From an optimization exercise on the open Yosys and OpenROAD flow, aimed at small area, a short achievable clock period and few clock cycles per item; shortcuts taken in it are not production practice. RTL that was checked went through simulation tests only; none was proved equivalent to the original. Only the layout flow was run in run 1; the RTL was not checked for function there. Power and IR drop assume default switching activity.

==> flow/design.v <==
module slot_decoder (
    input  wire        clk,
    input  wire        rst,
    input  wire [31:0] ovf_cap,
    input  wire        in_valid,
    output wire        in_ready,
    input  wire [63:0] in_data,
    output reg         out_valid,
    input  wire        out_ready,
    output reg         out_last,
    output reg  [2:0]  out_kind,
    output reg  [1:0]  out_row,
    output reg  [3:0]  out_col,
    output reg  [31:0] out_data
);
    localparam [2:0] K_OK      = 3'd0,
                     K_HEADER  = 3'd1,
                     K_OVERRUN = 3'd2,
                     K_PADDING = 3'd3,
                     K_RANGE   = 3'd4,
                     K_RAW_CRC = 3'd5,
                     K_RAW_IDX = 3'd6;
    localparam [2:0] S_IDLE = 3'd0,
                     S_DEC  = 3'd1,
                     S_PAD  = 3'd2,
                     S_RAW  = 3'd3,
                     S_STAT = 3'd4;
    localparam [1:0] T_ROW = 2'd0,
                     T_RAW = 2'd1,
                     T_STS = 2'd2;
    reg [63:0] hdr;          
    reg        hdr_v;        
    reg [5:0]  in_rem;       
    reg        in_ovf;       
    reg        zacc;         
    reg        any1;         
    reg [8:0]  last1;        
    reg [63:0] b0, b1;       
    reg        wsel;         
    reg [1:0]  qn;           
    reg [2:0]  st;
    wire coded_ok  = !hdr[7] && hdr[4:0] == 5'd0;
    wire hdr_bad   = (hdr[4:0] != 5'd0) || (hdr[7] && hdr[6:5] != 2'd0);
    wire to_ring   = in_ovf || (coded_ok && st != S_PAD);
    assign in_ready = (in_rem == 6'd0) ? !hdr_v : (!to_ring || !qn[1]);
    wire take     = in_valid && in_ready;
    wire take_hdr = take && (in_rem == 6'd0);
    wire take_dat = take && (in_rem != 6'd0);
    wire push     = take_dat && to_ring;
    wire first_w  = in_ovf ? (in_rem == 6'd32) : (in_rem == 6'd7);
    wire in_zero = (in_data == 64'd0);
    wire raw_ok  = (hdr[7:0] == 8'h80) && zacc && in_zero && (hdr[39:8] < ovf_cap);
    reg [5:0] in_top;        
    integer t_i;
    always @* begin
        in_top = 6'd0;
        for (t_i = 0; t_i < 64; t_i = t_i + 1)
            if (in_data[t_i]) in_top = t_i[5:0];
    end
    wire [2:0] in_word = 3'd0 - in_rem[2:0];     
    reg        hv;           
    reg [23:0] hd;           
    reg [6:0]  ptr;          
    reg [2:0]  wrem;         
    reg [5:0]  cnt;          
    reg [1:0]  ri;           
    reg [2:0]  kk;           
    reg        perr;         
    reg [15:0] crc;
    reg [2:0]  rr_k;         
    reg        rr_v;
    reg [1:0]  rr_t;
    reg [9:0]  rm0, rm1, rm2, rm3;
    reg [5:0]  rr_c;
    reg [2:0]  rr_ek;        
    reg [1:0]  rr_ei;        
    reg        ab_v;
    wire advance = !out_valid || out_ready;
    wire ab_free = !ab_v || advance;
    wire rr_free = !rr_v || ab_free;
    wire [5:0] p6 = ptr[5:0];
    wire [127:0] ring = {b1, b0};
    wire [175:0] ext  = {ring[47:0], ring};
    wire [7:0]   e_at = {1'b0, ptr} + 8'd24;
    wire [23:0]  ee   = ext[e_at +: 24];
    wire [47:0]  eh   = {ee, hd};
    wire avail = (in_rem == 6'd0) || qn[1] || (qn[0] && p6 <= 6'd16);
    wire [11:0] z1, z2, z3;    
    genvar g;
    generate
        for (g = 0; g < 12; g = g + 1) begin : g_z
            assign z1[g] = !hd[g];
            assign z2[g] = hd[g] && !hd[g + 1];
            assign z3[g] = hd[g] && hd[g + 1] && !hd[g + 2];
        end
    endgenerate
    function [12:0] step;    
        input [12:0] o;
        input [11:0] a1, a2, a3;
        integer q;
        begin
            step = 13'd0;
            for (q = 1; q <= 12; q = q + 1) begin
                step[q] = o[q-1] && a1[q-1];
                if (q >= 2) step[q] = step[q] || (o[q-2] && a2[q-2]);
                if (q >= 3) step[q] = step[q] || (o[q-3] && a3[q-3]);
            end
        end
    endfunction
    function [1:0] mval;     
        input [12:0] o;
        input [11:0] a2, a3;
        integer q;
        begin
            mval = 2'd0;
            for (q = 0; q < 12; q = q + 1)
                if (o[q]) mval = mval | {a3[q], a2[q]};
        end
    endfunction
    wire [12:0] o0 = 13'd1;
    wire [12:0] o1 = step(o0, z1, z2, z3);
    wire [12:0] o2 = step(o1, z1, z2, z3);
    wire [12:0] o3 = step(o2, z1, z2, z3);
    wire [12:0] o4 = step(o3, z1, z2, z3);
    wire seed_row = (cnt == 6'd0);       
    wire fast_room = (wrem[2:1] != 2'd0) || (wrem == 3'd1 && p6 <= 6'd52);
    wire fast_k0 = (kk == 3'd0) && fast_room && (seed_row ? (o3 != 13'd0) : (o4 != 13'd0));
    wire fast    = (ri == 2'd0) && ((kk == 3'd7) || fast_k0);
    wire [12:0] f_end = (kk == 3'd7) ? 13'd1 : (seed_row ? o3 : o4);
    wire [1:0] fm0 = mval(o0, z2, z3), fm1 = mval(o1, z2, z3),
               fm2 = mval(o2, z2, z3), fm3 = mval(o3, z2, z3);
    wire is_seed = seed_row && (ri == 2'd0);
    wire zero_len = is_seed || (kk == 3'd7);
    reg  [15:0] fz;          
    reg  [3:0]  nb;
    integer f_i;
    always @* begin
        fz = 16'd0;
        nb = 4'd15;
        for (f_i = 14; f_i >= 0; f_i = f_i - 1)
            if (!hd[f_i]) nb = f_i[3:0];
        fz[nb] = 1'b1;
    end
    wire escape = fz[15];
    reg [24:0] s_oh;         
    reg [9:0]  sm;
    integer n_i;
    always @* begin
        s_oh = 25'd0;
        sm   = 10'd0;
        if (zero_len) begin
            s_oh[0] = 1'b1;
        end else if (escape) begin
            s_oh[24] = 1'b1;
            sm = {1'b0, hd[23:15]};
        end else begin
            for (n_i = 0; n_i < 15; n_i = n_i + 1)
                if (fz[n_i]) begin
                    s_oh[n_i + 1 + kk] = 1'b1;
                    sm = sm | ((n_i << kk) | ((hd >> (n_i + 1)) & ((10'd1 << kk) - 10'd1)));
                end
        end
    end
    wire [4:0] s_len = zero_len ? 5'd0 : escape ? 5'd24 : {1'b0, nb} + 5'd1 + {2'd0, kk};
    wire [6:0] s_end = {1'b0, p6} + {2'd0, s_len};
    wire s_over  = (wrem == 3'd0) ? !zero_len : (wrem == 3'd1 && s_end > 7'd64);
    wire bad_esc = escape && !zero_len && hd[23:15] == 9'h1FF;
    wire dec_go = (st == S_DEC) && hv && avail && rr_free;
    wire s_err  = s_over || bad_esc;
    reg [24:0] c_oh;         
    always @* begin
        if (fast) c_oh = {12'd0, f_end};
        else      c_oh = s_err ? 25'd1 : s_oh;
    end
    reg [4:0]  c_bin;
    reg [23:0] hd_nx;
    integer c_i;
    always @* begin
        c_bin = 5'd0;
        hd_nx = 24'd0;
        for (c_i = 0; c_i < 25; c_i = c_i + 1)
            if (c_oh[c_i]) begin
                c_bin = c_bin | c_i[4:0];
                hd_nx = hd_nx | eh[c_i +: 24];
            end
    end
    wire [6:0] ptr_nx = ptr + {2'd0, c_bin};
    wire       wcross  = ptr_nx[6] != ptr[6];
    wire [2:0] cur_w = 3'd0 - wrem;
    wire pad_bad = any1 && wrem != 3'd0 &&
                   (last1[8:6] > cur_w || (last1[8:6] == cur_w && last1[5:0] >= p6));
    function [15:0] crc16_4bytes;    
        input [15:0] c_in;
        input [31:0] d;
        integer b, i;
        reg [15:0] c;
        begin
            c = c_in;
            for (b = 0; b < 4; b = b + 1) begin
                c = c ^ {d[8*b +: 8], 8'h00};
                for (i = 0; i < 8; i = i + 1)
                    c = c[15] ? ((c << 1) ^ 16'h1021) : (c << 1);
            end
            crc16_4bytes = c;
        end
    endfunction
    wire [63:0] cur_word = ptr[6] ? b1 : b0;
    wire [31:0] raw_half = cnt[0] ? cur_word[63:32] : cur_word[31:0];
    wire [15:0] crc_nx   = crc16_4bytes(crc, raw_half);
    reg        p_push;
    reg [1:0]  p_t;
    reg [2:0]  p_ek;
    always @* begin
        p_push = 1'b0;
        p_t    = T_ROW;
        p_ek   = 3'd0;
        case (st)
        S_IDLE: if (hdr_v && hdr_bad && rr_free) begin
            p_push = 1'b1;
            p_t    = T_STS;
            p_ek   = K_HEADER;
        end
        S_DEC: if (dec_go) begin
            if (fast) begin
                p_push = 1'b1;
            end else if (s_over) begin
                p_push = 1'b1;
                p_ek   = K_OVERRUN;
            end else if (bad_esc) begin
                p_push = 1'b1;
                p_ek   = K_RANGE;
            end else begin
                p_push = (ri == 2'd3);
            end
        end
        S_PAD: if (in_rem == 6'd0 && rr_free) begin
            p_push = 1'b1;
            p_t    = T_STS;
            p_ek   = (!perr && pad_bad) ? K_PADDING : K_OK;
        end
        S_RAW: if (!in_ovf) begin
            if (in_rem == 6'd0 && rr_free) begin
                p_push = 1'b1;
                p_t    = T_STS;
                p_ek   = zacc ? K_RAW_IDX : K_HEADER;
            end
        end else if (qn != 2'd0 && rr_free) begin
            p_push = 1'b1;
            p_t    = T_RAW;
        end
        S_STAT: if (rr_free) begin
            p_push = 1'b1;
            p_t    = T_STS;
            p_ek   = rr_k;
        end
        default: ;
        endcase
    end
    wire raw_pop = (st == S_RAW) && in_ovf && p_push && cnt[0];
    wire dec_pop = dec_go && wcross && wrem != 3'd0;
    wire pop     = raw_pop || dec_pop;
    reg [7:0]  pcol [0:3];   
    reg [2:0]  rk;           
    wire [1:0] pred = hdr[6:5];
    wire [7:0] seed = hdr[15:8];
    reg [1:0]  ab_t;
    reg [5:0]  ab_c;
    reg [7:0]  ab_x0, ab_x1;     
    reg [9:0]  ab_m2, ab_m3;     
    reg [1:0]  ab_bad;
    reg [2:0]  ab_ek;
    reg [1:0]  ab_ei;
    reg [1:0]  ab_pred;          
    reg [7:0]  ab_seed;
    function [8:0] pix;
        input [7:0] lf;
        input [7:0] up;
        input [9:0] mm;
        input [1:0] pr;
        input [7:0] sd;
        input       ul;
        input       uu;
        reg   [11:0] r, a, b, s;
        reg          chain, avg;
        begin
            r = mm[0] ? ~{3'b000, mm[9:1]} : {3'b000, mm[9:1]};
            chain = (pr != 2'd3) && (ul || (!uu && pr != 2'd1));
            avg   = (pr == 2'd2) && !ul && !uu;
            a = chain ? {4'd0, lf} : {4'd0, (pr == 2'd3) ? sd : up};
            b = avg ? ({4'd0, up} + {r[10:0], 1'b0}) : r;
            s = a + b;
            if (avg) pix = {s[11] | s[10] | s[9], s[8:1]};
            else     pix = {s[11] | s[10] | s[9] | s[8], s[7:0]};
        end
    endfunction
    wire [1:0] a_y  = rr_c[1:0];
    wire       a_j0 = (rr_c[5:2] == 4'd0);
    wire [8:0] a_p0 = (a_j0 && a_y == 2'd0) ? {1'b0, seed}
                    : pix(pcol[a_y], ab_x0, rm0, pred, seed, a_y == 2'd0, a_j0);
    wire [8:0] a_p1 = pix(a_p0[7:0], ab_x1, rm1, pred, seed, a_y == 2'd0, 1'b0);
    wire [1:0] b_y  = ab_c[1:0];
    wire [8:0] b_p2 = pix(ab_x1, out_data[23:16], ab_m2, ab_pred, ab_seed, b_y == 2'd0, 1'b0);
    wire [8:0] b_p3 = pix(b_p2[7:0], out_data[31:24], ab_m3, ab_pred, ab_seed, b_y == 2'd0, 1'b0);
    wire [3:0] bad   = {b_p3[8], b_p2[8], ab_bad};
    wire [3:0] bmask = (ab_ek == 3'd0) ? 4'b1111 : ((4'd1 << ab_ei) - 4'd1);
    wire       row_range = (bad & bmask) != 4'd0;
    always @(posedge clk) begin
        if (rst) begin
            hdr_v     <= 1'b0;
            in_rem    <= 6'd0;
            in_ovf    <= 1'b0;
            qn        <= 2'd0;
            hv        <= 1'b0;
            st        <= S_IDLE;
            rr_v      <= 1'b0;
            ab_v      <= 1'b0;
            rk        <= 3'd0;
            out_valid <= 1'b0;
        end else begin
            if (take_hdr) begin
                hdr    <= in_data;
                hdr_v  <= 1'b1;
                in_rem <= 6'd7;
                in_ovf <= 1'b0;
                zacc   <= (in_data[63:56] == 8'd0);
                any1   <= 1'b0;
                kk     <= in_data[18:16];
            end
            if (take_dat) begin
                in_rem <= in_rem - 6'd1;
                if (!in_zero) begin
                    zacc  <= 1'b0;
                    any1  <= 1'b1;
                    last1 <= {in_word, in_top};
                end
                if (!in_ovf && in_rem == 6'd1 && raw_ok) begin
                    in_rem <= 6'd32;
                    in_ovf <= 1'b1;
                end
            end
            if (push) begin
                if (wsel) b1 <= in_data;
                else      b0 <= in_data;
                wsel <= !wsel;
            end
            qn <= qn + {1'b0, push} - {1'b0, pop};
            if (push && first_w) begin
                ptr <= {wsel, 6'd0};
                if (!in_ovf) begin
                    hd <= in_data[23:0];
                    hv <= 1'b1;
                end
            end
            case (st)
            S_IDLE: if (hdr_v) begin
                wrem <= 3'd7;
                cnt  <= 6'd0;
                ri   <= 2'd0;
                perr <= 1'b0;
                crc  <= 16'hFFFF;
                if (hdr_bad) begin
                    if (rr_free) hdr_v <= 1'b0;
                end else if (hdr[7]) begin
                    st <= S_RAW;
                end else begin
                    st <= S_DEC;
                end
            end
            S_DEC: if (dec_go) begin
                hd  <= hd_nx;
                ptr <= ptr_nx;
                if (dec_pop) wrem <= wrem - 3'd1;
                if (fast || (!s_err && ri == 2'd3)) begin
                    ri  <= 2'd0;
                    cnt <= cnt + 6'd1;
                    if (cnt[1:0] == 2'd3) kk <= hdr[16 + 3 * (cnt[5:2] + 4'd1) +: 3];
                    if (cnt == 6'd63) st <= S_PAD;
                end else if (s_err) begin
                    perr <= 1'b1;
                    st   <= S_PAD;
                end else begin
                    ri <= ri + 2'd1;
                end
            end
            S_PAD: if (p_push) begin
                hdr_v <= 1'b0;
                hv    <= 1'b0;
                qn    <= 2'd0;
                st    <= S_IDLE;
            end
            S_RAW: if (!in_ovf) begin
                if (p_push) begin
                    hdr_v <= 1'b0;
                    st    <= S_IDLE;
                end
            end else if (p_push) begin
                crc <= crc_nx;
                cnt <= cnt + 6'd1;
                if (cnt[0]) ptr[6] <= !ptr[6];
                if (cnt == 6'd63) begin
                    rr_k  <= (crc_nx == hdr[55:40]) ? K_OK : K_RAW_CRC;
                    hdr_v <= 1'b0;   
                    st    <= S_STAT;
                end
            end
            S_STAT: if (rr_free) st <= S_IDLE;
            default: st <= S_IDLE;
            endcase
            if (rr_v && ab_free) rr_v <= 1'b0;
            if (dec_go) begin
                if (fast) begin
                    if (kk == 3'd7) begin
                        rm0 <= 10'd0;
                        rm1 <= 10'd0;
                        rm2 <= 10'd0;
                        rm3 <= 10'd0;
                    end else if (seed_row) begin
                        rm0 <= 10'd0;
                        rm1 <= {8'd0, fm0};
                        rm2 <= {8'd0, fm1};
                        rm3 <= {8'd0, fm2};
                    end else begin
                        rm0 <= {8'd0, fm0};
                        rm1 <= {8'd0, fm1};
                        rm2 <= {8'd0, fm2};
                        rm3 <= {8'd0, fm3};
                    end
                end else begin
                    case (ri)
                    2'd0: rm0 <= sm;
                    2'd1: rm1 <= sm;
                    2'd2: rm2 <= sm;
                    default: rm3 <= sm;
                    endcase
                end
            end
            if (p_push) begin
                rr_v  <= 1'b1;
                rr_t  <= p_t;
                rr_c  <= cnt;
                rr_ek <= p_ek;
                rr_ei <= ri;
                if (p_t == T_RAW) begin
                    rm0 <= {2'd0, raw_half[7:0]};
                    rm1 <= {2'd0, raw_half[15:8]};
                    rm2 <= {2'd0, raw_half[23:16]};
                    rm3 <= {2'd0, raw_half[31:24]};
                end
            end
            if (ab_v && advance) ab_v <= 1'b0;
            if (rr_v && ab_free) begin
                ab_v   <= 1'b1;
                ab_t   <= rr_t;
                ab_c   <= rr_c;
                ab_m2  <= rm2;
                ab_m3  <= rm3;
                ab_ek  <= rr_ek;
                ab_ei  <= rr_ei;
                ab_pred <= pred;
                ab_seed <= seed;
                if (rr_t == T_ROW) begin
                    ab_x0  <= a_p0[7:0];
                    ab_x1  <= a_p1[7:0];
                    ab_bad <= {a_p1[8], a_p0[8]};
                end else if (rr_t == T_RAW) begin
                    ab_x0  <= rm0[7:0];
                    ab_x1  <= rm1[7:0];
                end
            end
            if (advance) begin
                out_valid <= ab_v;
                if (ab_v) begin
                    out_last <= (ab_t == T_STS);
                    case (ab_t)
                    T_ROW: begin
                        out_row   <= b_y;
                        out_col   <= ab_c[5:2];
                        out_data  <= {b_p3[7:0], b_p2[7:0], ab_x1, ab_x0};
                        pcol[b_y] <= b_p3[7:0];
                        if (rk == 3'd0) begin
                            if (row_range)            rk <= K_RANGE;
                            else if (ab_ek != 3'd0)   rk <= ab_ek;
                        end
                    end
                    T_RAW: begin
                        out_row  <= ab_c[5:4];
                        out_col  <= ab_c[3:0];
                        out_data <= {ab_m3[7:0], ab_m2[7:0], ab_x1, ab_x0};
                    end
                    default: begin
                        out_kind <= (rk != 3'd0) ? rk : ab_ek;
                        rk       <= 3'd0;
                    end
                    endcase
                end
            end
        end
    end
endmodule
==> flow/run.sh <==
#!/bin/bash
# synth_recipe.tcl (not shown) runs the flow's synth.tcl, then flattens the netlist and writes it again
# the make line also repeats each setting of config.mk as NAME=value (left out here)
make -C /OpenROAD-flow-scripts/flow DESIGN_CONFIG=/design/flow/config.mk WORK_HOME=/design/flow/orfs CLKGATE_MAP_FILE= SYNTH_SCRIPT=/design/flow/synth_recipe.tcl finish
==> flow/config.mk <==
export PLATFORM = sky130hd
export DESIGN_NAME = slot_decoder
export DESIGN_NICKNAME = slot_decoder
export VERILOG_FILES = /design/flow/design.v
export SDC_FILE = /design/flow/constraint.sdc
export NUM_CORES = 4
export LEC_CHECK = 0
export CAP_MARGIN = 20
export CORE_MARGIN = 2
export CORE_UTILIZATION = 30
export PLACE_DENSITY = 0.5
export SLEW_MARGIN = 20
==> flow/constraint.sdc <==
create_clock -name core_clock -period 10.0 [get_ports {clk}]
set_input_delay 2.0000 -clock core_clock [delete_from_list [all_inputs] [get_ports {clk}]]
set_output_delay 2.0000 -clock core_clock [all_outputs]
set_load 0.01 [all_outputs]
==> results of run 1 <==
-- final timing paths --
path / from / end / slack (ns)
worst max-delay path: hd[14] / qn[1] / 0.90
worst min-delay path: rr_ei[1] / ab_ei[1] / 0.43
worst max register to register: hd[14] / qn[1] / 0.90
worst min register to register: rr_ei[1] / ab_ei[1] / 0.43
-- state kept, by name, summed over array words and instances (netlist names), 16 cells and up, named ones only --
signal	flops
b0	64
b1	64
hdr	64
hd	24
out_data	32
pcol	32
crc	16
-- cells by family after synthesis --
family	count (synthesis)	share of synthesized area (%)
mux	372	15.6
xor+xnor	223	5.40
flops	477	32.5
buf+inv	568	5.11
fa+ha+maj	171	5.11
compound gates	1354	21.6
simple gates	1408	14.7
-- cells in the mapped netlist (14+ instances only) --
| master | instances | area, um2 |
|---|---|---|
| nand2_1 | 572 | 2150 |
| o221ai_1 | 29 | 254 |
| o21ai_0 | 206 | 1030 |
| o31ai_1 | 37 | 278 |
| buf_2 | 42 | 210 |
| a222oi_1 | 50 | 500 |
| xor2_1 | 76 | 666 |
| a21o_1 | 33 | 248 |
| a2111oi_0 | 14 | 123 |
| xnor2_1 | 115 | 1010 |
| mux4_2 | 234 | 5270 |
| or3_1 | 14 | 87.6 |
| nand2b_1 | 45 | 282 |
| buf_1 | 50 | 188 |
| o21a_1 | 15 | 113 |
| a21oi_1 | 298 | 1490 |
| a32oi_1 | 17 | 149 |
| xnor2_2 | 17 | 277 |
| dfxtp_1 | 22 | 440 |
| nor2b_1 | 41 | 257 |
| ha_1 | 158 | 1980 |
| nand4_1 | 53 | 332 |
| nor2_1 | 358 | 1340 |
| a21boi_0 | 14 | 105 |
| mux2_2 | 55 | 619 |
| a22oi_1 | 153 | 1150 |
| nor4_1 | 45 | 282 |
| nor3_1 | 71 | 355 |
| and2_1 | 27 | 169 |
| or4_1 | 16 | 120 |
| a221oi_1 | 88 | 771 |
| and3_1 | 37 | 231 |
| clkbuf_1 | 295 | 1110 |
| o21bai_1 | 18 | 135 |
| edfxtp_1 | 455 | 13700 |
| a31oi_1 | 100 | 626 |
| mux2i_1 | 81 | 811 |
| o22ai_1 | 35 | 219 |
| a221o_1 | 28 | 280 |
| a22o_1 | 42 | 368 |
| a2bb2oi_1 | 19 | 166 |
| inv_1 | 170 | 638 |
| nand3_1 | 84 | 420 |
| a211oi_1 | 23 | 173 |
| o211ai_1 | 19 | 143 |
-- power groups by stage --
stage,Sequential [mW],Combinational (mW),Clock (mW)
after detailed placement,2.39,2.79,0
after CTS,2.35,2.81,2.15
after global routing,2.35,3.06,2.21
after global placement,2.39,2.80,0
final,2.35,2.88,2.12
after floorplan,2.35,1.94,0
-- through the flow --
| stage | utilization (%) | hold slack, ns | power [mW] | area, um2 | instances |
|---|---|---|---|---|---|
| after floorplan | - | 0.400 | 4.29 | 43400 | 4573 |
| after global placement | 32.8 | 0.406 | 5.19 | 47000 | 6395 |
| after detailed placement | 32.8 | 0.423 | 5.18 | 47000 | 6395 |
| after CTS | 34.1 | 0.437 | 7.30 | 48900 | 6495 |
| after global routing | 34.1 | 0.441 | 7.62 | 48900 | 6496 |
| final | 34.1 | 0.430 | 7.35 | 48900 | 6498 |
-- area by class of cell --
class	count	share of cell area, %
inverters	176	1.36
multi-input cells	3528	55.6
flip-flops and latches	477	28.8
clock buffers	65	2.95
repair buffers	312	5.58
clock inverters	35	0.795
well taps	1903	4.87
diodes	2	0.0102
-- worst reg2reg max path: cells and delay by family, from the launching register on --
kind	cells	cell delay, ns
compound gates	11	2.87
flops	1	0.38
buf+inv	5	0.68
fa+ha+maj	6	1.71
simple gates	17	3.01
xor+xnor	3	0.37
-- what timing repair did --
item,4_1_cts,5_1_grt
gates resized for setup,0,2
setup endpoints to repair,0,2
hold buffers,0,0
-- per-layer routing --
layer	part of all wire (%)	global-route usage, %
met4	5.2	10.8
met2	44	40.4
met5	0.021	0
met3	11	5.28
met1	40	35.6
==> flow_summary.json, run 1 <==
{
  "status": "timing/DRC/antenna clean",
  "area_growth_pct": 12.9,
  "cp.depth": 42,
  "syn_nets": 4842,
  "clock_path_buffers": 3,
  "chipWidth_um": 384,
  "startpoint_type": "register",
  "final_common_cell": "nand2_1",
  "io-pin-count": 144,
  "ys_seq_elements": 477,
  "cts_root_buf": "clkbuf_16",
  "antenna_found_initial": 8,
  "viasPerCell": 6.41,
  "yosys_warnings": 1,
  "cp_slowest_stage_delay_ns": 0.54,
  "clock.fmax_mhz": 110,
  "hp-class": "reg2reg",
  "coreArea_um2": 143000,
  "grt_max_degree": 100,
  "power_leakage_nw": 16.9,
  "post_cts_buffers": 0,
  "worst_pin_slew_ns": 1.17,
  "ys.flop_type": "edfxtp_1",
  "irDropWorstVdd_mv": 0.136,
  "maxCapViolCount": 0,
  "synth_edf_count": 455,
  "finClkSkew_ns": 0.0576,
  "dieArea_um2": 148000,
  "grt_pass1_wl_mm": 287,
  "end_kind": "register",
  "syn_area_um2": 43400,
  "reg2regPathDepth": 42,
  "fin_crit_ns": 9.10,
  "relSlewSlack_pct": 21.8,
  "synthArstFlopShare_pct": 0,
  "path_buf_inv": 5,
  "clkTransAtPathRegs_ns": 0.06,
  "pwr-share-seq_pct": 31.9,
  "num_vias": 41627,
  "die_h_um": 384,
  "routabilityCongestion": 0.986,
  "postRouteAntennaNets": 0,
  "grt_overflow": 0,
  "multi_input_area_um2": 27200,
  "crit_slowest_cell": "fa_1",
  "final_cell_mix": "nand2_1, edfxtp_1, nor2_1, a21oi_1, mux4_2",
  "rsz0062_at_grt": "false",
  "p_per_area_nw_per_um2": 150,
  "required_ns": 10.58,
  "port_buffers": 143,
  "clk_latency_ns": 0.69,
  "cts_buffers": 55,
  "crit_fanout": 18,
  "fillCellCount": 14629,
  "path_class": "reg2reg",
  "wl_per_cell_um": 30.7,
  "start_util_pct": 30.2,
  "hold_viol": 0,
  "swShare_pct": 38.4,
  "grt_pass1_vias": 39227,
  "finalSetupViolations": 0,
  "cts_tree": "done",
  "p_clk_share_pct": 28.9,
  "place_ws_ns": 0.815,
  "seqCellArea_um2": 14100,
  "h-tree-depth": 2,
  "yosysSeqAreaShare_pct": 32.5,
  "postSynthCellCount": 4573,
  "drt_iter0_markers": 7165,
  "wl_mm": 200,
  "p_switching_mw": 2.82,
  "rows": 139,
  "syn_avg_cell_area_um2": 9.48,
  "first_pass_iters": 14,
  "hpwl_mm": 144,
  "min_path_cells": 0,
  "internal_power_mw": 4.53,
  "fin_ws_ns": 0.902,
  "grt_usage_pct": 26.2,
  "cp.arrival_ns": 9.68,
  "combPwrFrac_pct": 39.2,
  "fin_setup_tns_ns": 0,
  "nets": 4819,
  "drive_gt1_share_pct": 13.7,
  "maxSlewViolCount": 0,
  "path_delay_family": "simple AND/OR/NAND/NOR gates",
  "synthDistinctLibCells": 91,
  "post-route-period-util_pct": 91.0,
  "drcViolationCount": 0,
  "critical_path.most_common_cell": "ha_1",
  "clock_sinks": 477
}
==> inputs of run 2 (changes only) <==
--- a/flow/design.v
+++ b/flow/design.v
@@ -44,3 +44,4 @@
     wire to_ring   = in_ovf || (coded_ok && st != S_PAD);
-    assign in_ready = (in_rem == 6'd0) ? !hdr_v : (!to_ring || !qn[1]);
+    wire pad_done = (st == S_PAD) && !rr_v;
+    assign in_ready = (in_rem == 6'd0) ? (!hdr_v || pad_done) : (!to_ring || !qn[1]);
     wire take     = in_valid && in_ready;
@@ -69,3 +70,2 @@
     reg [15:0] crc;
-    reg [2:0]  rr_k;         
     reg        rr_v;
@@ -82,5 +82,10 @@
     wire [127:0] ring = {b1, b0};
-    wire [175:0] ext  = {ring[47:0], ring};
-    wire [7:0]   e_at = {1'b0, ptr} + 8'd24;
-    wire [23:0]  ee   = ext[e_at +: 24];
+    wire [6:0]   e_at = ptr + 7'd24;
+    wire [86:0]  e6 = e_at[6] ? {ring[22:0], ring[127:64]} : ring[86:0];
+    wire [54:0]  e5 = e_at[5] ? e6[86:32] : e6[54:0];
+    wire [38:0]  e4 = e_at[4] ? e5[54:16] : e5[38:0];
+    wire [30:0]  e3 = e_at[3] ? e4[38:8]  : e4[30:0];
+    wire [26:0]  e2 = e_at[2] ? e3[30:4]  : e3[26:0];
+    wire [24:0]  e1 = e_at[1] ? e2[26:2]  : e2[24:0];
+    wire [23:0]  ee = e_at[0] ? e1[24:1]  : e1[23:0];
     wire [47:0]  eh   = {ee, hd};
@@ -124,11 +129,18 @@
     wire [12:0] o4 = step(o3, z1, z2, z3);
-    wire seed_row = (cnt == 6'd0);       
+    wire [2:0] need = 3'd4 - {1'b0, ri};
+    wire nz1 = o1 != 13'd0, nz2 = o2 != 13'd0, nz3 = o3 != 13'd0, nz4 = o4 != 13'd0;
+    wire sel1 = nz1 && (need == 3'd1 || !nz2);
+    wire sel2 = nz2 && need >= 3'd2 && (need == 3'd2 || !nz3);
+    wire sel3 = nz3 && need >= 3'd3 && (need == 3'd3 || !nz4);
+    wire sel4 = nz4 && (need == 3'd4);
+    wire [12:0] f_k0 = ({13{sel1}} & o1) | ({13{sel2}} & o2) | ({13{sel3}} & o3) | ({13{sel4}} & o4);
+    wire [2:0] nd = sel1 ? 3'd1 : sel2 ? 3'd2 : sel3 ? 3'd3 : 3'd4;
     wire fast_room = (wrem[2:1] != 2'd0) || (wrem == 3'd1 && p6 <= 6'd52);
-    wire fast_k0 = (kk == 3'd0) && fast_room && (seed_row ? (o3 != 13'd0) : (o4 != 13'd0));
-    wire fast    = (ri == 2'd0) && ((kk == 3'd7) || fast_k0);
-    wire [12:0] f_end = (kk == 3'd7) ? 13'd1 : (seed_row ? o3 : o4);
+    wire k7 = (kk == 3'd7);
+    wire fast = k7 || (kk == 3'd0 && fast_room && nz1);
+    wire f_done = k7 || (need == 3'd1 ? nz1 : need == 3'd2 ? nz2 : need == 3'd3 ? nz3 : nz4);
+    wire [12:0] f_end = k7 ? 13'd1 : f_k0;
     wire [1:0] fm0 = mval(o0, z2, z3), fm1 = mval(o1, z2, z3),
                fm2 = mval(o2, z2, z3), fm3 = mval(o3, z2, z3);
-    wire is_seed = seed_row && (ri == 2'd0);
-    wire zero_len = is_seed || (kk == 3'd7);
+    wire zero_len = k7;
     reg  [15:0] fz;          
@@ -163,3 +175,3 @@
     end
-    wire [4:0] s_len = zero_len ? 5'd0 : escape ? 5'd24 : {1'b0, nb} + 5'd1 + {2'd0, kk};
+    wire [4:0] s_len = zero_len ? 5'd0 : escape ? 5'd24 : {1'b0, nb} + {2'd0, kk} + 5'd1;
     wire [6:0] s_end = {1'b0, p6} + {2'd0, s_len};
@@ -169,21 +181,14 @@
     wire s_err  = s_over || bad_esc;
-    reg [24:0] c_oh;         
-    always @* begin
-        if (fast) c_oh = {12'd0, f_end};
-        else      c_oh = s_err ? 25'd1 : s_oh;
-    end
-    reg [4:0]  c_bin;
-    reg [23:0] hd_nx;
+    reg [3:0] f_len;         
     integer c_i;
     always @* begin
-        c_bin = 5'd0;
-        hd_nx = 24'd0;
-        for (c_i = 0; c_i < 25; c_i = c_i + 1)
-            if (c_oh[c_i]) begin
-                c_bin = c_bin | c_i[4:0];
-                hd_nx = hd_nx | eh[c_i +: 24];
-            end
+        f_len = 4'd0;
+        for (c_i = 1; c_i < 13; c_i = c_i + 1)
+            if (f_end[c_i]) f_len = f_len | c_i[3:0];
     end
+    wire [4:0]  c_bin = fast ? {1'b0, f_len} : s_len;
+    wire [47:0] eh_sh = eh >> c_bin;
+    wire [23:0] hd_nx = eh_sh[23:0];
     wire [6:0] ptr_nx = ptr + {2'd0, c_bin};
-    wire       wcross  = ptr_nx[6] != ptr[6];
+    wire       wcross = ptr_nx[6] != ptr[6];    
     wire [2:0] cur_w = 3'd0 - wrem;
@@ -224,3 +229,3 @@
             if (fast) begin
-                p_push = 1'b1;
+                p_push = f_done;
             end else if (s_over) begin
@@ -253,3 +258,3 @@
             p_t    = T_STS;
-            p_ek   = rr_k;
+            p_ek   = (crc == 16'd0) ? K_OK : K_RAW_CRC;
         end
@@ -345,3 +350,4 @@
             end
-            qn <= qn + {1'b0, push} - {1'b0, pop};
+            if (pop && !push)      qn <= qn - 2'd1;
+            else if (push && !pop) qn <= qn + 2'd1;
             if (push && first_w) begin
@@ -357,3 +363,4 @@
                 cnt  <= 6'd0;
-                ri   <= 2'd0;
+                ri   <= 2'd1;
+                rm0  <= 10'd0;
                 perr <= 1'b0;
@@ -372,3 +379,3 @@
                 if (dec_pop) wrem <= wrem - 3'd1;
-                if (fast || (!s_err && ri == 2'd3)) begin
+                if (fast ? f_done : (!s_err && ri == 2'd3)) begin
                     ri  <= 2'd0;
@@ -377,2 +384,4 @@
                     if (cnt == 6'd63) st <= S_PAD;
+                end else if (fast) begin
+                    ri <= ri + nd[1:0];
                 end else if (s_err) begin
@@ -385,3 +394,3 @@
             S_PAD: if (p_push) begin
-                hdr_v <= 1'b0;
+                if (!take_hdr) hdr_v <= 1'b0;
                 hv    <= 1'b0;
@@ -400,3 +409,3 @@
                 if (cnt == 6'd63) begin
-                    rr_k  <= (crc_nx == hdr[55:40]) ? K_OK : K_RAW_CRC;
+                    crc   <= crc_nx ^ hdr[55:40];    
                     hdr_v <= 1'b0;   
@@ -411,17 +420,26 @@
                 if (fast) begin
-                    if (kk == 3'd7) begin
-                        rm0 <= 10'd0;
-                        rm1 <= 10'd0;
-                        rm2 <= 10'd0;
+                    if (k7) begin
+                        if (ri == 2'd0) rm0 <= 10'd0;
+                        if (ri <= 2'd1) rm1 <= 10'd0;
+                        if (ri <= 2'd2) rm2 <= 10'd0;
                         rm3 <= 10'd0;
-                    end else if (seed_row) begin
-                        rm0 <= 10'd0;
-                        rm1 <= {8'd0, fm0};
-                        rm2 <= {8'd0, fm1};
-                        rm3 <= {8'd0, fm2};
                     end else begin
-                        rm0 <= {8'd0, fm0};
-                        rm1 <= {8'd0, fm1};
-                        rm2 <= {8'd0, fm2};
-                        rm3 <= {8'd0, fm3};
+                        case (ri)
+                        2'd0: begin
+                            rm0 <= {8'd0, fm0};
+                            if (nz2) rm1 <= {8'd0, fm1};
+                            if (nz3) rm2 <= {8'd0, fm2};
+                            if (nz4) rm3 <= {8'd0, fm3};
+                        end
+                        2'd1: begin
+                            rm1 <= {8'd0, fm0};
+                            if (nz2) rm2 <= {8'd0, fm1};
+                            if (nz3) rm3 <= {8'd0, fm2};
+                        end
+                        2'd2: begin
+                            rm2 <= {8'd0, fm0};
+                            if (nz2) rm3 <= {8'd0, fm1};
+                        end
+                        default: rm3 <= {8'd0, fm0};
+                        endcase
                     end
--- a/flow/config.mk
+++ b/flow/config.mk
@@ -11,2 +11,3 @@
 export PLACE_DENSITY = 0.5
+export SETUP_SLACK_MARGIN = 5
 export SLEW_MARGIN = 20
==> flow_summary.json, run 2 <==
{
  "status": "timing/DRC/antenna clean",
  "maxSlewViolCount": 0,
  "synth_common_cells": "edfxtp_1, nand2_1, nor2_1, a21oi_1, o21ai_0",
  "hold_slack_ns": 0.425,
  "drt_iter0_markers": 4076,
  "yosys_warnings": 1,
  "grt_pass1_wl_mm": 226,
  "synthTopCellsByArea": "edfxtp_1, mux4_2, mux2i_1, nand2_1, ha_1",
  "final_cell_mix": "edfxtp_1, nand2_1, nor2_1, a21oi_1, buf_4",
  "maxCapViolCount": 0,
  "drcViolationCount": 0,
  "synth_edf_count": 454,
  "antennaDiodeCount": 0,
  "rows": 129,
  "crit_fanout": 3,
  "rsz0062_at_grt": "true",
  "worst_pin_slew_ns": 1.07,
  "final_cell_area_um2": 46000,
  "synth_top_area_share_pct": 36.3,
  "routabilityCongestion": 0.947,
  "io-pin-count": 144,
  "clock_path_buffers": 3,
  "synth.most_common_cell": "edfxtp_1",
  "clkTransAtPathRegs_ns": 0.06,
  "syn_area_um2": 37500,
  "grt_usage_pct": 23.5,
  "power_mw": 10.2,
  "startpoint_type": "register",
  "postSynthCellCount": 3935,
  "path_class": "reg2reg",
  "num_vias": 34235,
  "viasPerCell": 5.83,
  "required_ns": 10.53,
  "grt_pass1_vias": 32851,
  "syn_avg_cell_area_um2": 9.54,
  "chipWidth_um": 358,
  "hpwl_mm": 111,
  "synthDistinctLibCells": 118,
  "power_leakage_nw": 16.7,
  "hp-class": "reg2reg",
  "yosysSeqAreaShare_pct": 37.5,
  "fin_crit_ns": 5.25,
  "fin_setup_tns_ns": 0,
  "start_util_pct": 30.3,
  "finClkSkew_ns": 0.0683,
  "syn_nets": 4178,
  "crit_slowest_cell": "fa_1",
  "yosys.area.top_type": "edfxtp_1",
  "placed_cells": 5555,
  "ys.flop_type": "edfxtp_1",
  "finalNonFillerCells": 5870,
  "antenna_found_initial": 2,
  "port_buffers": 143,
  "dieArea_um2": 128000,
  "first_pass_iters": 9,
  "cts_hold_buf": 0,
  "post_dp_cell_area_um2": 40900,
  "cts_buffers": 54,
  "wl_per_cell_um": 26.5,
  "synthArstFlopShare_pct": 0,
  "cp_slowest_stage_delay_ns": 0.52,
  "clock_sinks": 476,
  "h-tree-depth": 2,
  "area_growth_pct": 22.5,
  "hold_viol": 0,
  "die_h_um": 358,
  "post-route-period-util_pct": 52.5,
  "path_buf_inv": 3,
  "nets": 4431,
  "irDropWorstVdd_mv": 0.200,
  "drive_gt1_share_pct": 20.0,
  "path_delay_family": "compound AO/OA/AOI/OAI gates",
  "ys_seq_elements": 476,
  "clk_latency_ns": 0.66,
  "top_regs": "b0 (64), b1 (64), hdr (64)",
  "cts_root_buf": "clkbuf_16",
  "relSlewSlack_pct": 28.2,
  "p_per_area_nw_per_um2": 221,
  "grt_overflow": 0,
  "finalSetupViolations": 0,
  "postRouteAntennaNets": 0,
  "final_common_cell": "edfxtp_1",
  "end_kind": "register",
  "wl_mm": 155,
  "cp.arrival_ns": 5.78,
  "cts_tree": "done",
  "coreArea_um2": 124000,
  "fillCellCount": 12523,
  "grt_max_degree": 65,
  "clock.fmax_mhz": 190
}
[run 2: kinds of logic (layout without fill, tap and decap cells)]
group	Yosys count	count (layout)	synth area share, %
XOR/XNOR	227	227	5.69
buffers and inverters	421	717	4.60
adder cells (fa/ha/maj)	144	144	5.01
AO/OA/AOI/OAI	1101	1101	19.5
AND/OR/NAND/NOR	1207	1209	14.8
multiplexers	359	359	12.9
flip-flops	476	476	37.5
[run 2: worst paths after layout]
kind | start | end | slack, ns | depth (start not counted)
setup / recovery | ab_m2[0] | rk[1] | 4.75 | 27
hold / removal | rr_ei[1] | ab_ei[1] | 0.42 | 0
setup reg to reg | ab_m2[0] | rk[1] | 4.75 | 27
hold reg to reg | rr_ei[1] | ab_ei[1] | 0.42 | 0
[run 2: area by class of cell]
cell class                      instances  area [um2]  area share, %
Timing Repair Buffer                  444        4140           9.01
Inverter                              170         694           1.51
Sequential cell                       476       14100           30.6
Clock buffer                           64        1420           3.09
Timing Repair inverter                  2        12.5         0.0272
Clock inverter                         37         372          0.808
Tap cell                             1637        2050           4.46
Multi-Input combinational cell       3040       23200           50.5
[run 2: where the power goes]
group | leakage (nW) | switching (mW) | total, mW | internal [mW]
Sequential | 4.28 | 0.169 | 2.58 | 2.42
Clock | 0.875 | 0.870 | 2.04 | 1.17
Combinational | 11.6 | 3.15 | 5.55 | 2.40
[run 2: layer usage]
metal	global-route usage, %	up-vias	routed length [um]
met5	0	-	0
met4	7.79	0	6070
met3	4.03	327	12500
met2	38.0	1630	70700
met1	31.9	16955	66000
li1	-	15323	-
[run 2: worst reg2reg max path, stage by stage, from the launching register on]
cell	delay [ns]
edfxtp_1	0.40
buf_6	0.15
xor2_2	0.17
ha_2	0.21
inv_2	0.04
fa_1	0.52
a21oi_2	0.06
ha_1	0.34
a21oi_2	0.17
o21ai_1	0.08
a21o_1	0.21
xor2_1	0.16
mux2i_1	0.18
nand2_1	0.08
o21ai_0	0.09
o21ai_1	0.09
ha_1	0.34
inv_1	0.05
o21bai_1	0.17
a21oi_2	0.09
o21bai_1	0.18
a21o_1	0.15
o211ai_1	0.12
a2111o_1	0.47
a211o_1	0.31
o21ai_2	0.16
nand3_1	0.08
o21ai_1	0.10
[run 2: metrics by stage]
stage	util (%)	setup WS [ns]
after floorplan	-	4.49
after global placement	33.0	3.22
after detailed placement	33.0	3.16
after CTS	36.3	4.73
after global routing	37.1	4.34
final	37.1	4.75
[run 2: timing repair]
item	in CTS	in global routing
gates resized for setup	206	153
setup buffers	156	48
pin swaps	97	93
gates cloned	9	1
endpoints found under the setup margin	162	116
Testbench counts of run 2, summed over its fixed seeds: cycles 178,267, slots 2,400.
==> inputs of run 3 (changes only) <==
--- a/flow/design.v
+++ b/flow/design.v
@@ -268,2 +268,6 @@
     reg [2:0]  rk;           
+    reg        pd_v;         
+    reg        pd_rng;
+    reg [2:0]  pd_ek;
+    wire [2:0] pd_kind = pd_rng ? K_RANGE : pd_ek;
     wire [1:0] pred = hdr[6:5];
@@ -322,2 +326,3 @@
             rk        <= 3'd0;
+            pd_v      <= 1'b0;
             out_valid <= 1'b0;
@@ -487,2 +492,6 @@
             end
+            if (pd_v) begin
+                pd_v <= 1'b0;
+                if (rk == 3'd0) rk <= pd_kind;
+            end
             if (advance) begin
@@ -497,6 +506,5 @@
                         pcol[b_y] <= b_p3[7:0];
-                        if (rk == 3'd0) begin
-                            if (row_range)            rk <= K_RANGE;
-                            else if (ab_ek != 3'd0)   rk <= ab_ek;
-                        end
+                        pd_v      <= 1'b1;
+                        pd_rng    <= row_range;
+                        pd_ek     <= ab_ek;
                     end
@@ -508,4 +516,5 @@
                     default: begin
-                        out_kind <= (rk != 3'd0) ? rk : ab_ek;
+                        out_kind <= (rk != 3'd0) ? rk : (pd_v && pd_kind != 3'd0) ? pd_kind : ab_ek;
                         rk       <= 3'd0;
+                        pd_v     <= 1'b0;
                     end
--- a/flow/config.mk
+++ b/flow/config.mk
@@ -7,2 +7,3 @@
 export LEC_CHECK = 0
+export ABC_AREA = 1
 export CAP_MARGIN = 20
==> flow_summary.json, run 3 <==
{
  "die_h_um": 351,
  "hold_end": "ab_ei[1]",
  "hp-start": "rr_ei[1]",
  "rows": 127,
  "rr_startpoint": "hd[2]",
  "viasPerCell": 5.44,
  "yosys.area.top_type": "edfxtp_1",
  "first_pass_iters": 8,
  "top_regs": "b0 (64), b1 (64), hdr (64)",
  "yosysSeqAreaShare_pct": 39.4,
  "synth_top_area_share_pct": 38.1,
  "grt_max_degree": 69,
  "dieArea_um2": 123000,
  "rrSetupSlack_ns": 4.88,
  "yosys_warnings": 1,
  "routed.top_layer": "met5",
  "grt_usage_pct": 24.3,
  "grt_overflow": 0,
  "antenna_found_initial": 6,
  "ys.flop_type": "edfxtp_1",
  "post-route-period-util_pct": 51.2,
  "syn_area_um2": 36100,
  "path_class": "reg2reg",
  "postRouteAntennaNets": 0,
  "area_growth_pct": 26.4,
  "cts_hold_buf": 0,
  "finalSetupViolations": 0,
  "clock_path_buffers": 3,
  "cts_buffers": 57,
  "hp-class": "reg2reg",
  "cts_tree": "done",
  "reg2regPathDepth": 36,
  "clock_sinks": 481,
  "wl_met3_mm": 11.5,
  "syn_nets": 4916,
  "num_vias": 36100,
  "cts_root_buf": "clkbuf_16",
  "wl_met2_mm": 70.1,
  "end_kind": "register",
  "chipWidth_um": 351,
  "crit_slowest_cell": "edfxtp_1",
  "fin_crit_ns": 5.12,
  "final_cell_area_um2": 45600,
  "finalNonFillerCells": 6640,
  "synthTopCellsByArea": "edfxtp_1, nand2_1, o21ai_0, inv_1, ha_1",
  "clk_latency_ns": 0.70,
  "final_cell_mix": "nand2_1, o21ai_0, inv_1, edfxtp_1, nor2_1",
  "required_ns": 10.42,
  "postSynthCellCount": 4674,
  "critical_path.most_common_cell": "buf_4",
  "cp_slowest_stage_delay_ns": 0.55,
  "synth_common_cells": "nand2_1, o21ai_0, inv_1, edfxtp_1, nor2_1",
  "wl_per_cell_um": 23.4,
  "clkTransAtPathRegs_ns": 0.06,
  "drt_iter0_markers": 3887,
  "worst_pin_slew_ns": 1.36,
  "port_buffers": 143,
  "status": "timing/DRC/antenna clean",
  "maxSlewViolCount": 0,
  "drive_gt1_share_pct": 17.8,
  "min_path_cells": 0,
  "h-tree-depth": 2,
  "post_dp_cell_area_um2": 39200,
  "r2r-end": "ptr[4]",
  "startpoint_type": "register",
  "maxCapViolCount": 0,
  "grt_pass1_wl_mm": 224,
  "startpoint": "hd[2]",
  "finClkSkew_ns": 0.0869,
  "hpwl_mm": 112,
  "ys_seq_elements": 481,
  "nets": 5221,
  "power_leakage_nw": 18.0,
  "final_common_cell": "nand2_1",
  "wl_mm": 156,
  "drcViolationCount": 0,
  "rsz0062_at_grt": "true",
  "synth.most_common_cell": "nand2_1",
  "drt-met1-wl_mm": 66.0,
  "routabilityCongestion": 0.976,
  "clock.fmax_mhz": 195,
  "start_util_pct": 30.2,
  "hold_viol": 0,
  "placed_cells": 6290,
  "crit_fanout": 6,
  "relSlewSlack_pct": 8.27,
  "io-pin-count": 144,
  "cp.arrival_ns": 5.55,
  "grt_pass1_vias": 33728,
  "syn_avg_cell_area_um2": 7.72,
  "synth_edf_count": 458,
  "synthArstFlopShare_pct": 0,
  "synthDistinctLibCells": 77,
  "fin_setup_tns_ns": 0,
  "p_per_area_nw_per_um2": 186,
  "coreArea_um2": 120000,
  "irDropWorstVdd_mv": 0.133
}
run 3: changes by cell type in the layout (fill, tap and decap cells not counted), sizes merged, moves of 45 or more:
| cell | previous run | this run |
|---|---|---|
| mux4 | 92 | 0 |
| nand2 | 449 | 1015 |
| mux2 | 61 | 0 |
| inv | 161 | 538 |
| nand2b | 45 | 0 |
| nand3 | 53 | 107 |
| xnor2 | 152 | 77 |
| mux2i | 206 | 16 |
| nor2 | 347 | 394 |
| o21ai | 228 | 704 |
run 3: what timing repair did:
| action | CTS | global route |
|---|---|---|
| buffers inserted | 148 | 72 |
| endpoints found under the setup margin | 162 | 147 |
| gates resized for setup | 337 | 342 |
| endpoints found under the hold margin | 0 | 0 |
| cloned | 17 | 5 |
| pin swaps | 82 | 148 |
run 3: cell families (layout without fill, tap and decap cells):
| kind of cell | after synthesis | after routing | share of synthesized area (%) |
|---|---|---|---|
| AO/OA/AOI/OAI | 1410 | 1410 | 23.0 |
| flip-flops | 481 | 481 | 39.4 |
| AND/OR/NAND/NOR | 1657 | 1657 | 18.6 |
| buffers and inverters | 784 | 1137 | 8.71 |
| XOR/XNOR | 184 | 184 | 4.74 |
| other | 0 | 1 | 0 |
| adder cells (fa/ha/maj) | 142 | 142 | 5.15 |
| multiplexers | 16 | 16 | 0.444 |
run 3: layout make-up:
cell class	count	area, um2
repair buffers	454	4350
clock inverters	37	527
multi-input cells	3409	20700
repair inverters	9	57.6
diodes	1	2.50
fillers	12218	74000
clock buffers	70	1510
well taps	1612	2020
flip-flops and latches	481	14200
inverters	567	2290
run 3: metrics by stage:
step | utilization, % | setup slack, ns | power (mW) | hold slack [ns]
floorplan | - | 4.49 | 4.49 | 0.400
global placement | 32.8 | 3.29 | 5.35 | 0.404
detailed placement | 32.8 | 3.15 | 5.34 | 0.420
CTS | 36.6 | 4.91 | 8.09 | 0.431
global route | 38.1 | 4.60 | 8.88 | 0.439
finish | 38.1 | 4.88 | 8.48 | 0.426
run 3: routing by layer:
layer	up-vias	global-route usage, %
met5	-	0
met4	6	10.8
met3	368	3.42
met2	1623	39.1
met1	17265	32.3
li1	16838	-
run 3: worst max-delay path, delay by kind of cell (launching register included):
kind                       cells  cell delay [ns]
adders and majority gates      2             0.32
buffers and inverters         11             1.24
AOI/OAI and AO/OA              9             1.29
and+or+nand+nor               14             1.45
DFF                            1             0.55
run 3: how the worst max path moves through the flow:
stage	to	slack [ns]	cells after the start
CTS	hd[10]	4.91	12
finish	ptr[4]	4.88	36
global placement	qn[1]	3.29	25
global route	qn[0]	4.60	36
floorplan	b1[0]	4.49	4
detailed placement	qn[1]	3.15	25
run 3: where the power goes:
| part | internal (mW) | switching (mW) |
|---|---|---|
| sequential | 2.31 | 0.0878 |
| clock | 1.34 | 0.933 |
| combinational | 1.44 | 2.37 |
Testbench counts of run 3, summed over its fixed seeds: cycles 178,267, slots 2,400.
==> inputs of run 4 (changes only) <==
--- a/flow/config.mk
+++ b/flow/config.mk
@@ -7,3 +7,2 @@
 export LEC_CHECK = 0
-export ABC_AREA = 1
 export CAP_MARGIN = 20
==> flow_summary.json, run 4 <==
{
  "status": "timing/DRC/antenna clean",
  "synthTopCellsByArea": "edfxtp_1, mux4_2, mux2i_1, ha_1, nand2_1",
  "coreArea_um2": 124000,
  "clk_latency_ns": 0.65,
  "rows": 129,
  "clock.fmax_mhz": 194,
  "path_class": "reg2reg",
  "crit_slowest_cell": "or4_4",
  "synth_common_cells": "edfxtp_1, nand2_1, nor2_1, a21oi_1, o21ai_0",
  "worst_pin_slew_ns": 1.09,
  "postSynthCellCount": 4038,
  "antenna_found_initial": 6,
  "drive_gt1_share_pct": 18.8,
  "grt_pass1_vias": 33380,
  "post-route-period-util_pct": 51.6,
  "ys.flop_type": "edfxtp_1",
  "first_pass_iters": 9,
  "h-tree-depth": 2,
  "relSlewSlack_pct": 27.0,
  "hold_slack_ns": 0.415,
  "wl_mm": 160,
  "wl_per_cell_um": 26.9,
  "required_ns": 10.46,
  "yosysSeqAreaShare_pct": 37.8,
  "viasPerCell": 5.93,
  "clkTransAtPathRegs_ns": 0.06,
  "synthArstFlopShare_pct": 0,
  "seqCellArea_um2": 14200,
  "drcViolationCount": 0,
  "grt_usage_pct": 24.2,
  "hpwl_mm": 114,
  "p_per_area_nw_per_um2": 164,
  "grt_overflow": 0,
  "port_buffers": 143,
  "grt_max_degree": 65,
  "power_leakage_nw": 16.8,
  "ys_seq_elements": 481,
  "clock_path_buffers": 3,
  "cp.arrival_ns": 5.62,
  "synthDistinctLibCells": 92,
  "fillCellCount": 12385,
  "drt_iter0_markers": 4166,
  "cts_hold_buf": 0,
  "postRouteAntennaNets": 0,
  "final_cell_mix": "edfxtp_1, nand2_1, nor2_1, a21oi_1, buf_4",
  "finalSetupViolations": 0,
  "yosys.area.top_type": "edfxtp_1",
  "dieArea_um2": 128000,
  "syn_area_um2": 37600,
  "die_h_um": 358,
  "routabilityCongestion": 0.958,
  "crit_fanout": 5,
  "irDropWorstVdd_mv": 0.124,
  "clock_sinks": 481,
  "cp_slowest_stage_delay_ns": 0.58,
  "path_delay_family": "compound AO/OA/AOI/OAI gates",
  "nets": 4507,
  "end_kind": "register",
  "maxSlewViolCount": 0,
  "final_common_cell": "edfxtp_1",
  "finClkSkew_ns": 0.0224,
  "yosys_warnings": 1,
  "startpoint_type": "register",
  "synth_top_area_share_pct": 36.5,
  "maxCapViolCount": 0,
  "path_buf_inv": 2,
  "cts_tree": "done",
  "grt_pass1_wl_mm": 232,
  "critical_path.most_common_cell": "nor2_1",
  "fin_ws_ns": 4.84,
  "multi_input_area_um2": 23500,
  "start_util_pct": 30.3,
  "cts_buffers": 56,
  "synth_edf_count": 458,
  "synth.most_common_cell": "edfxtp_1",
  "syn_nets": 4280,
  "chipWidth_um": 358,
  "cts_root_buf": "clkbuf_16",
  "top_regs": "b0 (64), b1 (64), hdr (64)",
  "area_growth_pct": 23.0,
  "num_vias": 35273,
  "place_ws_ns": 2.53,
  "fin_crit_ns": 5.16,
  "fin_setup_tns_ns": 0,
  "hold_viol": 0,
  "hp-class": "reg2reg",
  "syn_avg_cell_area_um2": 9.32,
  "rsz0062_at_grt": "true",
  "io-pin-count": 144
}
==> run 4: cell count changes in the layout (fill, tap and decap cells not counted), sizes merged, moves of 71 or more <==
cell / previous run / this run
inv: 538 / 160
xnor2: 77 / 148
mux4: 0 / 82
o21ai: 704 / 226
nand2b: 0 / 82
nand2: 1015 / 435
mux2i: 16 / 178
==> run 4: final cells by class <==
class,instances,share of cell area (%)
antenna,5,0.0270
multi-input combinational,3142,50.7
inverter,164,1.41
timing repair buffer,420,8.94
tap,1637,4.42
clock inverter,36,0.751
clock buffer,65,3.10
sequential,481,30.7
==> run 4: metal layers <==
layer | GRT usage (%) | part of all wire (%) | wire length [um] | up-vias
li1 | - | - | - | 15726
met1 | 33.2 | 42 | 67500 | 17455
met2 | 38.5 | 45 | 72100 | 1737
met3 | 3.83 | 8.5 | 13700 | 353
met4 | 8.79 | 4.3 | 6830 | 2
met5 | 0 | 0.0050 | 8 | -
==> run 4: worst register-to-register path, cell delays in order, from the launching register on <==
cell and delay (ns):
edfxtp_1 0.43, or4_4 0.58, o21ai_2 0.14, buf_6 0.14
nor2_2 0.04, a31oi_1 0.17, ha_2 0.22, inv_2 0.04
fa_2 0.53, nor2_1 0.05, or3_1 0.36, o21ai_2 0.09
nor2_1 0.06, a21oi_1 0.15, o221ai_2 0.14, ha_1 0.28
a21o_1 0.17, a21oi_2 0.14, o21bai_1 0.10, a21oi_2 0.18
o21bai_1 0.10, a21oi_2 0.16, nor2b_1 0.08, nor2_1 0.13
nor2_1 0.07, a32oi_1 0.18, o2bb2ai_1 0.09, a31oi_1 0.19
==> run 4: final timing paths <==
check / slack (ns) / depth (start not counted) / startpoint / end
max: 4.84 / 27 / rr_c[4] / ab_bad[1]
min: 0.42 / 0 / rr_ek[2] / ab_ek[2]
max reg2reg: 4.84 / 27 / rr_c[4] / ab_bad[1]
min reg2reg: 0.42 / 0 / rr_ek[2] / ab_ek[2]
==> run 4: through the flow <==
step	area, um2	total power [mW]	instances	util (%)
detailed placement	41200	5.09	5669	33.2
floorplan	38000	4.29	4038	-
global placement	41200	5.10	5669	33.2
CTS	45000	7.39	5889	36.3
finish	46300	7.59	5950	37.3
global route	46300	7.90	5945	37.3
==> run 4: power by group <==
part	internal, mW	switching (mW)
combinational	1.31	1.86
clock	1.16	0.907
sequential	2.29	0.0668
total	4.76	2.83
==> run 4: repair_timing <==
item / CTS / global route
gates resized for setup: 192 / 184
cloned: 12 / 2
pin swaps: 47 / 77
buffers inserted: 107 / 53
setup endpoints to repair: 158 / 109
==> run 4: cell families after synthesis <==
family / share of synthesized area [%]
DFF: 37.8
xor gates and xnor gates: 5.10
muxes: 11.4
adders and majority gates: 4.97
and+or+nand+nor: 16.4
buffers and inverters: 4.33
AOI/OAI and AO/OA: 20.1
==> inputs of run 5 (changes only) <==
--- a/flow/design.v
+++ b/flow/design.v
@@ -10,3 +10,3 @@
     output reg         out_last,
-    output reg  [2:0]  out_kind,
+    output wire [2:0]  out_kind,
     output reg  [1:0]  out_row,
@@ -44,4 +44,2 @@
     wire to_ring   = in_ovf || (coded_ok && st != S_PAD);
-    wire pad_done = (st == S_PAD) && !rr_v;
-    assign in_ready = (in_rem == 6'd0) ? (!hdr_v || pad_done) : (!to_ring || !qn[1]);
     wire take     = in_valid && in_ready;
@@ -68,4 +66,4 @@
     reg [2:0]  kk;           
-    reg        perr;         
     reg [15:0] crc;
+    reg        perr;         
     reg        rr_v;
@@ -78,4 +76,7 @@
     wire advance = !out_valid || out_ready;
+    assign out_kind = out_data[2:0];     
     wire ab_free = !ab_v || advance;
     wire rr_free = !rr_v || ab_free;
+    wire pad_done = (st == S_PAD) && rr_free;
+    assign in_ready = (in_rem == 6'd0) ? (!hdr_v || pad_done) : (!to_ring || !qn[1]);
     wire [5:0] p6 = ptr[5:0];
@@ -414,3 +415,3 @@
                 if (cnt == 6'd63) begin
-                    crc   <= crc_nx ^ hdr[55:40];    
+                    crc <= crc_nx ^ hdr[55:40];    
                     hdr_v <= 1'b0;   
@@ -516,3 +517,3 @@
                     default: begin
-                        out_kind <= (rk != 3'd0) ? rk : (pd_v && pd_kind != 3'd0) ? pd_kind : ab_ek;
+                        out_data[2:0] <= (rk != 3'd0) ? rk : (pd_v && pd_kind != 3'd0) ? pd_kind : ab_ek;
                         rk       <= 3'd0;
--- a/flow/config.mk
+++ b/flow/config.mk
@@ -7,2 +7,3 @@
 export LEC_CHECK = 0
+export ABC_AREA = 1
 export CAP_MARGIN = 20
==> flow_summary.json, run 5 <==
{
  "status": "timing/DRC/antenna clean",
  "drive_gt1_share_pct": 17.0,
  "post-route-period-util_pct": 51.8,
  "ys.flop_type": "edfxtp_1",
  "drt_iter0_markers": 3793,
  "port_buffers": 143,
  "synth_top_area_share_pct": 37.5,
  "final_cell_mix": "nand2_1, o21ai_0, inv_1, edfxtp_1, nor2_1",
  "p_switching_mw": 3.33,
  "finalSetupViolations": 0,
  "synthTopCellsByArea": "edfxtp_1, nand2_1, o21ai_0, inv_1, ha_1",
  "cts_root_buf": "clkbuf_16",
  "maxCapViolCount": 0,
  "maxSlewViolCount": 0,
  "routabilityCongestion": 0.960,
  "p_per_area_nw_per_um2": 177,
  "internal_power_mw": 4.75,
  "grt_pass1_wl_mm": 226,
  "dieArea_um2": 124000,
  "finClkSkew_ns": 0.0511,
  "combPwrFrac_pct": 45.1,
  "relSlewSlack_pct": 14.8,
  "cp_slowest_stage_delay_ns": 0.54,
  "grt_pass1_vias": 34416,
  "die_h_um": 352,
  "swShare_pct": 41.2,
  "power_leakage_nw": 17.9,
  "pwr-share-seq_pct": 29.3,
  "end_kind": "register",
  "postRouteAntennaNets": 0,
  "first_pass_iters": 6,
  "critical_path.most_common_cell": "a21oi_1",
  "fin_setup_tns_ns": 0,
  "clkTransAtPathRegs_ns": 0.06,
  "clock_sinks": 478,
  "coreArea_um2": 120000,
  "rrSetupSlack_ns": 4.82,
  "top_regs": "b0 (64), b1 (64), hdr (64)",
  "clock.fmax_mhz": 193,
  "grt_usage_pct": 24.0,
  "p_clk_share_pct": 25.5,
  "area_growth_pct": 25.1,
  "wl_mm": 159,
  "io-pin-count": 144,
  "cts_buffers": 55,
  "num_vias": 36907,
  "viasPerCell": 5.49,
  "worst_pin_slew_ns": 1.27,
  "synthArstFlopShare_pct": 0,
  "crit_fanout": 5,
  "cts_tree": "done",
  "clock_path_buffers": 3,
  "nets": 5300,
  "final_common_cell": "nand2_1",
  "syn_area_um2": 36400,
  "syn_nets": 5018,
  "yosys_warnings": 1,
  "yosys.area.top_type": "edfxtp_1",
  "required_ns": 10.38,
  "irDropWorstVdd_mv": 0.132,
  "power_mw": 8.08,
  "rsz0062_at_grt": "true",
  "chipWidth_um": 352,
  "wl_per_cell_um": 23.7,
  "synth.most_common_cell": "nand2_1",
  "cp.arrival_ns": 5.57,
  "synthDistinctLibCells": 79,
  "placed_cells": 6363,
  "fin_crit_ns": 5.18,
  "finalNonFillerCells": 6719,
  "rows": 127,
  "synth_edf_count": 455,
  "postSynthCellCount": 4775,
  "yosysSeqAreaShare_pct": 38.8,
  "clk_latency_ns": 0.66,
  "grt_max_degree": 72,
  "hold_viol": 0,
  "ys_seq_elements": 478,
  "antenna_found_initial": 4,
  "startpoint_type": "register",
  "synth_common_cells": "nand2_1, o21ai_0, inv_1, edfxtp_1, nor2_1",
  "syn_avg_cell_area_um2": 7.63,
  "hp-class": "reg2reg",
  "h-tree-depth": 2,
  "path_class": "reg2reg",
  "start_util_pct": 30.3,
  "drcViolationCount": 0,
  "grt_overflow": 0,
  "crit_slowest_cell": "edfxtp_1",
  "cts_hold_buf": 0,
  "hpwl_mm": 113
}
-- run 5: cell types whose count changed in the layout (fill, tap and decap cells not counted), sizes merged, moves of 57 or more --
cell / delta
nand2: +581
o21ai: +505
inv: +414
mux2i: -173
xnor2: -86
mux4: -82
nand2b: -82
a21oi: -70
nand3: +68
xor2: +57
-- run 5: cell type report --
cell class,count,area (um2)
antenna,4,10.0
clock buffer,63,1430
clock inverter,40,365
fill,12542,74600
inverter,605,2430
multi-input combinational,3465,20800
sequential,478,14100
tap,1612,2020
timing repair buffer,449,4340
timing repair inverter,3,17.5
-- run 5: power groups by stage --
stage               logic [mW]  clock network, mW  registers [mW]
floorplan                 2.07                  0            2.36
global placement          2.84                  0            2.42
detailed placement        2.83                  0            2.43
CTS                       3.08               2.09            2.37
global route              3.93               2.17            2.37
finish                    3.65               2.06            2.37
-- run 5: path summary, 6_finish.rpt --
path,startpoint,end,cells after the start
worst max-delay path,rm0[0],ab_bad[1],27
worst min-delay path,rr_ek[1],ab_ek[1],0
worst max register to register,rm0[0],ab_bad[1],27
worst min register to register,rr_ek[1],ab_ek[1],0
-- run 5: layer usage --
| layer | routed length (um) | up-vias | global-route usage (%) |
|---|---|---|---|
| li1 | - | 17087 | - |
| met3 | 12100 | 343 | 3.58 |
| met4 | 7250 | 4 | 9.91 |
| met1 | 66700 | 17782 | 31.7 |
| met5 | 27 | - | 0 |
| met2 | 72800 | 1691 | 39.2 |
-- run 5: cells by family (layout without fill, tap and decap cells) --
family          Yosys count  in the layout  synth area share, %
buf+inv                 833           1160                 9.03
compound gates         1413           1413                 22.6
flops                   478            478                 38.8
xor+xnor                187            187                 4.91
mux                       6              6                0.168
fa+ha+maj               143            143                 5.14
other cells               0              4                    0
simple gates           1715           1716                 19.4
-- run 5: repair_timing --
action                     4_1_cts  5_1_grt
pin swaps                       37      143
setup buffers                  117      114
gates resized for setup        286      387
cloned                           7       11
setup endpoints to repair      288      114
-- run 5: worst max-delay path: cells and delay by family, from the launching register on --
kind | cells | cell delay, ns
xor+xnor | 4 | 0.62
simple gates | 5 | 0.61
buf+inv | 4 | 0.41
compound gates | 11 | 1.82
fa+ha+maj | 3 | 0.90
flops | 1 | 0.54
-- run 5: per-stage QoR --
stage          util, %  cell area, um2  setup WS, ns  hold slack [ns]
6_report          37.9           45600          4.82            0.415
5_1_grt           37.9           45600          4.47            0.438
4_1_cts           35.9           43100          4.67            0.418
3_5_place_dp      32.9           39600          3.01            0.405
3_3_place_gp      32.9           39500          2.39            0.403
2_1_floorplan        -           36600          4.99            0.400
Testbench counts of run 5, summed over its fixed seeds: cycles 177,687, slots 2,400.

-- separate check: timing with driven ports --
The results above use ideal ports. As a check the final layouts listed here were re-extracted and re-timed, cells and wires unchanged. Step 1 assumes that a clkbuf_16 drives the clock port and a buf_2 every other input. Step 2 moves the port delays by t, midway between the first and last clock arrival at a register: inputs arrive t later, outputs are due t later. That takes back most of the time a late clock gives input paths. Slacks: ideal / step 1 / step 2; pairs: ideal / step 1.
run | t (ns) | slack for setup (ns) | slew at the worst register clock pin (ns)
run 1 | 0.734 | 0.902 / 0.902 / 0.902 | 0.07 / 0.07
run 2 | 0.701 | 4.749 / 4.749 / 4.344 | 0.07 / 0.07
run 3 | 0.726 | 4.875 / 4.875 / 4.417 | 0.07 / 0.07
run 4 | 0.714 | 4.836 / 4.836 / 4.384 | 0.07 / 0.07
run 5 | 0.712 | 4.816 / 4.816 / 4.356 | 0.07 / 0.07
After both steps setup and hold are still met in every run listed. The setup slack of run 5, which loses most, moves by 0.000 ns with the drivers and by -0.460 ns with both steps.
